Background: an optimization exercise with open tools, aiming at small area. Do not read the settings as production practice. Only simulation tests tie the RTL to the original design; equivalence was not proved. No activity file was given, so power comes from the tool's default toggle rates.

==> flow/design.v (excerpt) <==
module sd_input (
    input  wire        clk,
    input  wire        rst,
    input  wire        en,
    input  wire        cmp_en,
    input  wire [8:0]  ctl_osr,
    input  wire [5:0]  prot_osr,
    input  wire [7:0]  cmp_cnt,
    input  wire [15:0] thr_hi,
    input  wire [15:0] thr_lo,
    input  wire [14:0] hys,
    input  wire        smp,
    input  wire        d,
    output reg  [23:0] ctl_res,
    output reg  [23:0] prot_res,
    output reg         cmp,
    output reg         stuck,
    output wire        invalid
);
    wire [8:0] ctl_r  = (ctl_osr < 9'd64)   ? 9'd64  :
                        (ctl_osr > 9'd256)  ? 9'd256 : ctl_osr;
    wire [5:0] prot_r = (prot_osr < 6'd16)  ? 6'd16  :
                        (prot_osr > 6'd32)  ? 6'd32  : prot_osr;
    wire [7:0] cnt    = (cmp_cnt == 8'd0) ? 8'd1 : cmp_cnt;
    reg  en_q;
    wire clr   = en & ~en_q;             
    wire edge0 = smp & en & en_q;
    reg        v1, v2;
    always @(posedge clk) begin
        if (rst) begin
            en_q <= 1'b0;
            v1   <= 1'b0;
            v2   <= 1'b0;
        end else begin
            en_q <= en;
            v1   <= edge0;
            v2   <= v1;
        end
    end
    wire [7:0]  ci = ctl_r - 9'd64;
    wire [6:0]  cw;
    wire        cw_co;
  ...
For scale: about 4400 cells after synthesis, ~130 I/O pins, roughly 51000 µm² of cells after synthesis.
Settings: LEC_CHECK=0, ABC_AREA=1, CAP_MARGIN=20, CORE_MARGIN=2, CORE_UTILIZATION=50, CTS_CLUSTER_DIAMETER=120, CTS_CLUSTER_SIZE=20, PLACE_DENSITY=0.65, SLEW_MARGIN=20, SYNTH_MEMORY_MAX_BITS=100000; clock period 180.0 ns.
standard.sh (not shown) runs the stock make flow with config.mk's settings and CLKGATE_MAP_FILE= SYNTH_SCRIPT=/design/flow/synth_recipe.tcl, a recipe that flattens the netlist after the stock synthesis.
==> flow/flow/run.sh <==
#!/bin/bash
# The standard layout (standard.sh), with two changes to what it places:
# the port buffers are the smallest buffer cell, and clock tree synthesis
# adds no dummy loads. Each tool's output goes to standard.log and the
# ORFS logs under orfs/logs.
set -euo pipefail
export BUFFER_PORTS_ARGS="-buffer_cell sky130_fd_sc_hd__buf_1"
export CTS_ARGS="-sink_clustering_enable -repair_clock_nets -sink_clustering_size 20 -sink_clustering_max_diameter 120 -dont_use_dummy_load"
bash standard.sh > standard.log 2>&1
Edit:
--- a/flow/design.v
+++ b/flow/design.v
@@ -3,20 +3,19 @@
     parameter W1  = 11,                 
     parameter W2  = 18,
     parameter W3  = 25,
     parameter DW  = 24,                 
     parameter NS  = 4,                  
     parameter NA  = 7,                  
     parameter PA  = 3,                  
     parameter NE  = 8,                  
     parameter EZ  = 0,                  
-    parameter EB  = 1,                  
-    parameter LS  = 0                   
+    parameter EB  = 1                   
 ) (
     input  wire          clk,
     input  wire          clr,           
     input  wire          edge_in,       
     input  wire          d,
     input  wire          xr,            
     input  wire          x2r,
     input  wire          x3r,
     input  wire [DW:0]   r3,            
@@ -52,19 +51,19 @@
             i3 <= k;
         end
     end
     reg  [DW-1:0] rem;
     reg  [24:0]   a;
     reg  [NE-1:0] e;
     wire phA0 = (ph == 4'd0);
     wire phA  = (ph < NA);
     wire zb   = zero & (EZ == 0) & (EB != 0);   
-    wire phB0 = zb | ((ph == NA) && (EB != 0));
+    wire phB0 = zb | (ph == NA);
     wire phB  = zb | ((ph >= NA) && (ph < NA + NB));
     reg  [DW-1:0] rin;
     reg  [NS-1:0] bin;
     integer m;
     always @(*) begin
         rin = rem;
         bin = {NS{1'b0}};
         if (zb) begin
             rin = {{(DW-1){1'b0}}, 1'b1} << (25 - NE);
@@ -92,54 +91,44 @@
             for (gb = 0; gb <= DW; gb = gb + 1) begin : g_b
                 assign df[gb]   = t[gb] ^ r3[gb] ^ bw[gb];
                 assign bw[gb+1] = (~t[gb] & r3[gb]) | (~(t[gb] ^ r3[gb]) & bw[gb]);
             end
             assign qs[NS-1-gs] = ~bw[DW+1];
             assign rs[gs+1] = bw[DW+1] ? t[DW-1:0] : df[DW-1:0];
         end
     endgenerate
     always @(posedge clk) begin
-        if (LS != 0 && zero)
-            rem <= {DW{1'b0}};
-        else if (LS == 0 || ph < NA)
-            rem <= rs[NS];
+        rem <= rs[NS];
         if (zero)
             a <= 25'd0;
         else if (phA)
             a <= {a[24-NS:0], qs};
         if (zero && EZ != 0)
             e <= e_init;
         else if (phB0)
             e <= {(zb ? {(NE-NS){1'b0}} : rem[NE-NS-1:0]), qs};
         else if (phB)
             e <= {e[NE-NS-1:0], qs};
     end
-    wire [DW-1:0] rk   = (LS != 0) ? rs[1] : rem;
-    wire          alsb = qs[NS-1];
-    reg           cbit, lsb_r;
-    wire [DW:0]   rk_x = rk;
-    wire [DW:0]   g_d;
-    wire          g_ge;
-    rca #(DW + 1) g_sub (.a(rk_x), .b(~g0), .ci(1'b1), .s(g_d), .co(g_ge));
+    reg  cbit;
+    wire [DW:0] rem_x = rem;
+    wire [DW:0] g_d;
+    wire        g_ge;
+    rca #(DW + 1) g_sub (.a(rem_x), .b(~g0), .ci(1'b1), .s(g_d), .co(g_ge));
     always @(posedge clk)
-        if (zero) begin
-            cbit  <= 1'b0;
-            lsb_r <= 1'b0;
-        end else if ((LS == 0) ? (ph == NA) : edge_in) begin
-            cbit  <= g_ge;
-            lsb_r <= alsb;
-        end
-    wire          cb_u  = (LS != 0 && edge_in) ? g_ge : cbit;
-    wire [NE-1:0] e_out = (EB != 0) ? e : (cb_u ? e1_init : e_init);
-    wire [24:0]   a_u   = (LS == 0) ? a : {a[23:0], (edge_in ? alsb : lsb_r)};
+        if (zero)
+            cbit <= 1'b0;
+        else if (ph == NA)
+            cbit <= g_ge;
+    wire [NE-1:0] e_out = (EB != 0) ? e : (cbit ? e1_init : e_init);
     wire [24:0] ae;
     wire        ae_co;
-    rca #(25) o_add (.a(a_u), .b(hold_d ? {{(25-NE){1'b0}}, e_out} : 25'd0), .ci(1'b1),
+    rca #(25) o_add (.a(a), .b(hold_d ? {{(25-NE){1'b0}}, e_out} : 25'd0), .ci(1'b1),
                      .s(ae), .co(ae_co));
     wire [24:0] q = {ae_co, ae[24:1]};
     assign result = q[24] ? 24'h7FFFFF : {~q[23], q[22:0]};
 endmodule
 module rca #(
     parameter N = 8
 ) (
     input  wire [N-1:0] a,
     input  wire [N-1:0] b,
@@ -147,19 +136,19 @@
     output wire [N-1:0] s,
     output wire         co
 );
     wire [N:0] c;
     assign c[0] = ci;
     genvar i;
     generate
         for (i = 0; i < N; i = i + 1) begin : g_bit
             assign s[i]   = a[i] ^ b[i] ^ c[i];
-            assign c[i+1] = (a[i] & b[i]) | (a[i] & c[i]) | (b[i] & c[i]);
+            assign c[i+1] = (a[i] & b[i]) | (c[i] & (a[i] ^ b[i]));
         end
     endgenerate
     assign co = c[N];
 endmodule
 module sd_input (
     input  wire        clk,
     input  wire        rst,
     input  wire        en,
     input  wire        cmp_en,
@@ -530,19 +519,19 @@
     sinc3_filter #(.RW(9), .W1(11), .W2(18), .W3(25), .DW(24),
                    .NS(4), .NA(7), .PA(3), .NE(8)) u_ctl (
         .clk(clk), .clr(clr), .edge_in(edge0), .d(d),
         .xr(c_x1), .x2r(c_x2), .x3r(c_x3), .r3(ctl_r3),
         .zero(zero), .e_init(8'd0), .e1_init(8'd0), .g0(25'd0), .ph(ph),
         .hold_d(hist[0]),
         .result(ctl_q)
     );
     sinc3_filter #(.RW(6), .W1(8), .W2(12), .W3(16), .DW(15),
-                   .NS(3), .NA(8), .PA(0), .NE(15), .EZ(1), .EB(0), .LS(1)) u_prot (
+                   .NS(4), .NA(7), .PA(3), .NE(15), .EZ(1), .EB(0)) u_prot (
         .clk(clk), .clr(clr), .edge_in(edge0), .d(d),
         .xr(p_x1), .x2r(p_x2), .x3r(p_x3), .r3(prot_r3),
         .zero(zero), .e_init(prot_e0), .e1_init(prot_e1), .g0(prot_g0), .ph(ph),
         .hold_d(edge0 ? d : hist[0]), .result(prot_q)
     );
     wire [15:0] pp = prot_q[23:8];
     wire        nz = |prot_q[7:0];
     wire [16:0] d1, d2;
     wire [17:0] d1h, d2h;
=> Via count hardly moves; final area goes up by 1.9%; core utilization hardly moves; setup slack is worse by 0.89 ns; synthesized cell count stays flat; routed wire length rose by 1.6%; global-route usage barely changes; sequential share of layout area falls by 1.0 points; hold slack got worse by 0.039 ns; register-to-register slack gains 0.15 ns; total power increases by 13%; fmax is lower by 1.0%.

==> static timing again, ports no longer ideal <==
No port has a modelled driver above. Below, the same layouts with a new extraction and two added sets of constraints.
Step 1 (the two cells are an assumption about what drives the block):
set clk [get_ports {clk}]
set_driving_cell -lib_cell sky130_fd_sc_hd__clkbuf_16 $clk
set_driving_cell -lib_cell sky130_fd_sc_hd__buf_2 [delete_from_list [all_inputs] $clk]
Step 2 moves the port delays by t, midway between the first and last clock arrival at a register: inputs arrive t later, outputs are due t later. That takes back most of the time a late clock gives input paths.
Slacks: ideal ports / drivers / drivers and shift; pairs: ideal ports / drivers.
run	shift t [ns]	setup slack, ns	worst data-port slew with drivers (ns)
the first run	0.695	96.239 / 96.281 / 95.586	0.13
the second run	0.721	95.351 / 95.391 / 94.671	0.17
After both steps every run listed still meets setup and hold. For the second run, which loses most, drivers alone change the setup slack by +0.040 ns; drivers and shift together by -0.680 ns.
